What follows belongs to an exercise in optimizing a design on an open flow for small area and a short achievable clock period; a production flow would make more cautious choices. Only simulation tests tie the RTL to the original design; equivalence was not proved.

==> inputs of run Z <==
## lng_unit
module lng_unit (
    input  wire        clk,
    input  wire        rst,         
    input  wire        issue,
    input  wire [5:0]  op,
    input  wire [14:0] m,
    input  wire [39:0] a,
    input  wire [39:0] b,
    input  wire [39:0] acc_lo,      
    input  wire [39:0] acc_hi,      
    input  wire        psn,         
    input  wire [2:0]  slot,
    input  wire [19:0] origin,      
    output wire        ready,
    output wire        done,
    output wire        trap,
    output wire        pair,
    output wire [39:0] r0,
    output wire [39:0] r1,
    output wire [7:0]  cause,
    output wire [17:0] info
);
export LEC_CHECK = 0
export ABC_AREA = 1
export CAP_MARGIN = 80
export CORE_MARGIN = 2
export CORE_UTILIZATION = 40
export SLEW_MARGIN = 80
create_clock -name core_clock -period 25.0 [get_ports {clk}]
run.sh (not shown) runs the stock make flow with config.mk's settings and CLKGATE_MAP_FILE= SYNTH_SCRIPT=/design/flow/synth_recipe.tcl, a recipe that flattens the netlist after the stock synthesis.
==> run K (differences from run Z) <==
--- a/flow/design.v
+++ b/flow/design.v
@@ -203,15 +203,15 @@
             rneg[j] = bctl[3*j+2];
         end
     end
     wire        inc  = !hz && hinv;
     wire [71:0] hrow = hz ? 72'd0 : ({xh[35:0], xl[35:0]} ^ {72{hinv}});
     wire [71:0] tx, ty, tsum;
     lng_mtree u_tree (.e(rowe), .h(hrow), .ng({rneg[6:1], rneg[0] | inc}), .x(tx), .y(ty));
-    lng_add #(72, 1) u_mcpa (.x(tx), .y(ty), .ci(1'b0), .s(tsum), .co());
+    lng_add #(72) u_mcpa (.x(tx), .y(ty), .ci(1'b0), .s(tsum), .co());
     wire        dci  = ~bsign;
     wire [38:0] dn39 = {3'b111, xb[35:0]};
     wire [38:0] dx   = {1'b0, xl[35:0], xa[35:34]};
     wire [38:0] dt1, dt2, dt3;
     lng_add #(39) u_d1 (.x(dx), .y(dn39),              .ci(dci),  .s(dt1), .co());
     lng_add #(39) u_d2 (.x(dx), .y({dn39[37:0], dci}), .ci(dci),  .s(dt2), .co());
     lng_add #(39) u_d3 (.x(dx), .y(xh[38:0]),          .ci(1'b0), .s(dt3), .co());
@@ -221,15 +221,15 @@
     wire [37:0] dy   = {1'b0, dra, xa[33]};
     wire [37:0] dtb;
     lng_add #(38) u_db (.x(dy), .y(dn39[37:0]), .ci(dci), .s(dtb), .co());
     wire [35:0] dr = dtb[37] ? dy[35:0] : dtb[35:0];
     wire [35:0] dq = {xa[32:0], dqa, ~dtb[37]};
     wire [21:0] sq_cat = {xh[19:0], xa[35:34]};
     wire [22:0] sq_dif;
-    lng_add #(23, 1) u_sq (.x({1'b0, sq_cat}), .y(~{3'b000, xl[17:0], 2'b01}), .ci(1'b1), .s(sq_dif), .co());
+    lng_add #(23) u_sq (.x({1'b0, sq_cat}), .y(~{3'b000, xl[17:0], 2'b01}), .ci(1'b1), .s(sq_dif), .co());
     wire        sq_ge  = ~sq_dif[22];
     wire [19:0] sq_rem = sq_ge ? sq_dif[19:0] : sq_cat[19:0];
     reg [31:0] ci_r0;        
     reg [31:0] ci_t;         
     reg [31:0] ci_c;         
     integer e, n;
     always @* begin
@@ -429,48 +429,35 @@
             rdy    <= 1'b1;
             done_r <= 1'b1;
             trap_r <= ftrap;
             pair_r <= is_wide && !ftrap;
         end
     end
 endmodule
-module lng_add #(parameter W = 8, parameter BK = 0) (
+module lng_add #(parameter W = 8) (
     input  wire [W-1:0] x,
     input  wire [W-1:0] y,
     input  wire         ci,
     output wire [W-1:0] s,
     output wire         co
 );
     reg [W-1:0] g, p, gg, pp;
     integer d, i;
     always @* begin
         g = x & y;
         p = x ^ y;
         gg = g;
         pp = p;
         gg[0] = g[0] | (p[0] & ci);
-        if (BK == 0) begin
-            for (d = 1; d < W; d = d * 2)
-                for (i = 0; i < W; i = i + 1)
-                    if ((i & d) != 0) begin
-                        gg[i] = gg[i] | (pp[i] & gg[(i & ~(2*d - 1)) + d - 1]);
-                        pp[i] = pp[i] & pp[(i & ~(2*d - 1)) + d - 1];
-                    end
-        end else begin
-            for (d = 1; d < W; d = d * 2)
-                for (i = 2*d - 1; i < W; i = i + 2*d) begin
-                    gg[i] = gg[i] | (pp[i] & gg[i-d]);
-                    pp[i] = pp[i] & pp[i-d];
-                end
-            for (d = 64; d >= 1; d = d / 2)
-                for (i = 3*d - 1; i < W; i = i + 2*d) begin
-                    gg[i] = gg[i] | (pp[i] & gg[i-d]);
-                    pp[i] = pp[i] & pp[i-d];
+        for (d = 1; d < W; d = d * 2)
+            for (i = 0; i < W; i = i + 1)
+                if ((i & d) != 0) begin
+                    gg[i] = gg[i] | (pp[i] & gg[(i & ~(2*d - 1)) + d - 1]);
+                    pp[i] = pp[i] & pp[(i & ~(2*d - 1)) + d - 1];
                 end
-        end
     end
     assign s  = p ^ {gg[W-2:0], ci};
     assign co = gg[W-1];
 endmodule
 module lng_mtree (
     input  wire [272:0] e,
     input  wire [71:0]  h,
- CAP_MARGIN: 80 -> 75
- SLEW_MARGIN: 80 -> 75
==> run G (differences from run Z) <==
- CAP_MARGIN: 80 -> 75
- SLEW_MARGIN: 80 -> 75
==> run E (differences from run Z) <==
--- a/flow/design.v
+++ b/flow/design.v
@@ -203,15 +203,15 @@
             rneg[j] = bctl[3*j+2];
         end
     end
     wire        inc  = !hz && hinv;
     wire [71:0] hrow = hz ? 72'd0 : ({xh[35:0], xl[35:0]} ^ {72{hinv}});
     wire [71:0] tx, ty, tsum;
     lng_mtree u_tree (.e(rowe), .h(hrow), .ng({rneg[6:1], rneg[0] | inc}), .x(tx), .y(ty));
-    lng_add #(72, 1) u_mcpa (.x(tx), .y(ty), .ci(1'b0), .s(tsum), .co());
+    lng_add #(72) u_mcpa (.x(tx), .y(ty), .ci(1'b0), .s(tsum), .co());
     wire        dci  = ~bsign;
     wire [38:0] dn39 = {3'b111, xb[35:0]};
     wire [38:0] dx   = {1'b0, xl[35:0], xa[35:34]};
     wire [38:0] dt1, dt2, dt3;
     lng_add #(39) u_d1 (.x(dx), .y(dn39),              .ci(dci),  .s(dt1), .co());
     lng_add #(39) u_d2 (.x(dx), .y({dn39[37:0], dci}), .ci(dci),  .s(dt2), .co());
     lng_add #(39) u_d3 (.x(dx), .y(xh[38:0]),          .ci(1'b0), .s(dt3), .co());
@@ -221,15 +221,15 @@
     wire [37:0] dy   = {1'b0, dra, xa[33]};
     wire [37:0] dtb;
     lng_add #(38) u_db (.x(dy), .y(dn39[37:0]), .ci(dci), .s(dtb), .co());
     wire [35:0] dr = dtb[37] ? dy[35:0] : dtb[35:0];
     wire [35:0] dq = {xa[32:0], dqa, ~dtb[37]};
     wire [21:0] sq_cat = {xh[19:0], xa[35:34]};
     wire [22:0] sq_dif;
-    lng_add #(23, 1) u_sq (.x({1'b0, sq_cat}), .y(~{3'b000, xl[17:0], 2'b01}), .ci(1'b1), .s(sq_dif), .co());
+    lng_add #(23) u_sq (.x({1'b0, sq_cat}), .y(~{3'b000, xl[17:0], 2'b01}), .ci(1'b1), .s(sq_dif), .co());
     wire        sq_ge  = ~sq_dif[22];
     wire [19:0] sq_rem = sq_ge ? sq_dif[19:0] : sq_cat[19:0];
     reg [31:0] ci_r0;        
     reg [31:0] ci_t;         
     reg [31:0] ci_c;         
     integer e, n;
     always @* begin
@@ -429,48 +429,35 @@
             rdy    <= 1'b1;
             done_r <= 1'b1;
             trap_r <= ftrap;
             pair_r <= is_wide && !ftrap;
         end
     end
 endmodule
-module lng_add #(parameter W = 8, parameter BK = 0) (
+module lng_add #(parameter W = 8) (
     input  wire [W-1:0] x,
     input  wire [W-1:0] y,
     input  wire         ci,
     output wire [W-1:0] s,
     output wire         co
 );
     reg [W-1:0] g, p, gg, pp;
     integer d, i;
     always @* begin
         g = x & y;
         p = x ^ y;
         gg = g;
         pp = p;
         gg[0] = g[0] | (p[0] & ci);
-        if (BK == 0) begin
-            for (d = 1; d < W; d = d * 2)
-                for (i = 0; i < W; i = i + 1)
-                    if ((i & d) != 0) begin
-                        gg[i] = gg[i] | (pp[i] & gg[(i & ~(2*d - 1)) + d - 1]);
-                        pp[i] = pp[i] & pp[(i & ~(2*d - 1)) + d - 1];
-                    end
-        end else begin
-            for (d = 1; d < W; d = d * 2)
-                for (i = 2*d - 1; i < W; i = i + 2*d) begin
-                    gg[i] = gg[i] | (pp[i] & gg[i-d]);
-                    pp[i] = pp[i] & pp[i-d];
-                end
-            for (d = 64; d >= 1; d = d / 2)
-                for (i = 3*d - 1; i < W; i = i + 2*d) begin
-                    gg[i] = gg[i] | (pp[i] & gg[i-d]);
-                    pp[i] = pp[i] & pp[i-d];
+        for (d = 1; d < W; d = d * 2)
+            for (i = 0; i < W; i = i + 1)
+                if ((i & d) != 0) begin
+                    gg[i] = gg[i] | (pp[i] & gg[(i & ~(2*d - 1)) + d - 1]);
+                    pp[i] = pp[i] & pp[(i & ~(2*d - 1)) + d - 1];
                 end
-        end
     end
     assign s  = p ^ {gg[W-2:0], ci};
     assign co = gg[W-1];
 endmodule
 module lng_mtree (
     input  wire [272:0] e,
     input  wire [71:0]  h,
- CAP_MARGIN: 80 -> 90
- SLEW_MARGIN: 80 -> 90
==> comparison table <==
Outcome: run Z timing/DRC/antenna clean; run E did not finish; run K timing/DRC/antenna clean; run G timing/DRC/antenna clean
Stage where the flow stopped: run Z -; run E detailed placement (3_5_place_dp); run K -; run G -
Routability cong.: run Z 1.11; run E 1.17; run K 1.17; run G 1.11
Ratio of cells with drive above 1 in the final layout: run Z 17.6%; run E -; run K 12.8%; run G 13.1%
Area fraction in compound gates after synthesis: run Z 21.0%; run E 21.1%; run K 21.1%; run G 21.0%
Buffers plus inverters on the worst setup path: run Z 14; run E -; run K 4; run G 9
Cells after synthesis: run Z 8382; run E 8293; run K 8293; run G 8382
Cell area after synthesis: run Z 54300 sq um; run E 53700 sq um; run K 53700 sq um; run G 54300 sq um
Worst-case reg-to-reg path depth: run Z 42; run E -; run K 52; run G 37
Final worst slack: run Z 14.41 ns; run E -; run K 16.11 ns; run G 15.60 ns
Capture point of the critical path: run Z xh[21]$_DFF_P_; run E -; run K xl[26]$_DFF_P_; run G xh[21]$_DFF_P_
Met2 usage: run Z 71.5%; run E -; run K 69.9%; run G 71.3%
Sequential share of the synthesized area: run Z 11.7%; run E 11.8%; run K 11.8%; run G 11.7%
Post-layout utilization of the core: run Z 51.3%; run E -; run K 48.4%; run G 48.1%
Number of levels the H-tree was split into: run Z 2; run E -; run K 2; run G 2
Multiplexer fraction of the synthesized cell area: run Z 0%; run E 0.0186%; run K 0.0186%; run G 0%
Critical path's slowest cell: run Z sky130_fd_sc_hd__fa_1; run E -; run K sky130_fd_sc_hd__buf_6; run G sky130_fd_sc_hd__clkdlybuf4s50_1
Layout multi-input combinational cell count: run Z 6474; run E -; run K 6414; run G 6474
DRC marker count from the first detailed-route iteration: run Z 9424; run E -; run K 10300; run G 8975
Wire length of the first global-routing pass: run Z 479000 microns; run E -; run K 478000 microns; run G 476000 microns
Total of endpoints with negative setup slack in the final report: run Z 0; run E -; run K 0; run G 0
Multi-input logic portion of the cell area: run Z 65.8%; run E -; run K 67.0%; run G 67.2%
Placeable Area: run Z 135000 sq um; run E -; run K 133000 sq um; run G 135000 sq um
Final Slew Violations: run Z 0; run E -; run K 0; run G 0
Fraction of met3 tracks used by global routing: run Z 15.0%; run E -; run K 16.8%; run G 14.7%
Maximum number of pins on one net before global-route repair: run Z 43; run E -; run K 60; run G 54
Buffer cell driving the clock tree root: run Z sky130_fd_sc_hd__clkbuf_16; run E -; run K sky130_fd_sc_hd__clkbuf_16; run G sky130_fd_sc_hd__clkbuf_16

[static timing again, ports no longer ideal]
No port has a modelled driver above. Below, the same layouts with a new extraction and two added sets of constraints.
Step 1: set_driving_cell puts a clkbuf_16 on clk and a buf_2 on each other input, an assumption about the parent block.
Step 2 adds t to the input delays and takes it off the output delays; t is the mean of the earliest and latest rising clock arrival at the registers after step 1. Input paths then give back, and output paths get back, about the clock's delay inside the block.
a / b / c = ideal ports / drivers / drivers and shift; a / b = the first two.
| run | shift t [ns] | slack for setup (ns) | worst register clock-pin slew, ns |
|---|---|---|---|
| run Z | 0.727 | 14.409 / 14.409 / 14.409 | 0.07 / 0.07 |
| run K | 0.717 | 16.110 / 16.154 / 15.438 | 0.08 / 0.08 |
| run G | 0.724 | 15.598 / 15.598 / 15.598 | 0.07 / 0.07 |
After both steps setup and hold are still met in every run listed. For run K, which loses most, drivers alone change the setup slack by +0.044 ns; drivers and shift together by -0.672 ns.
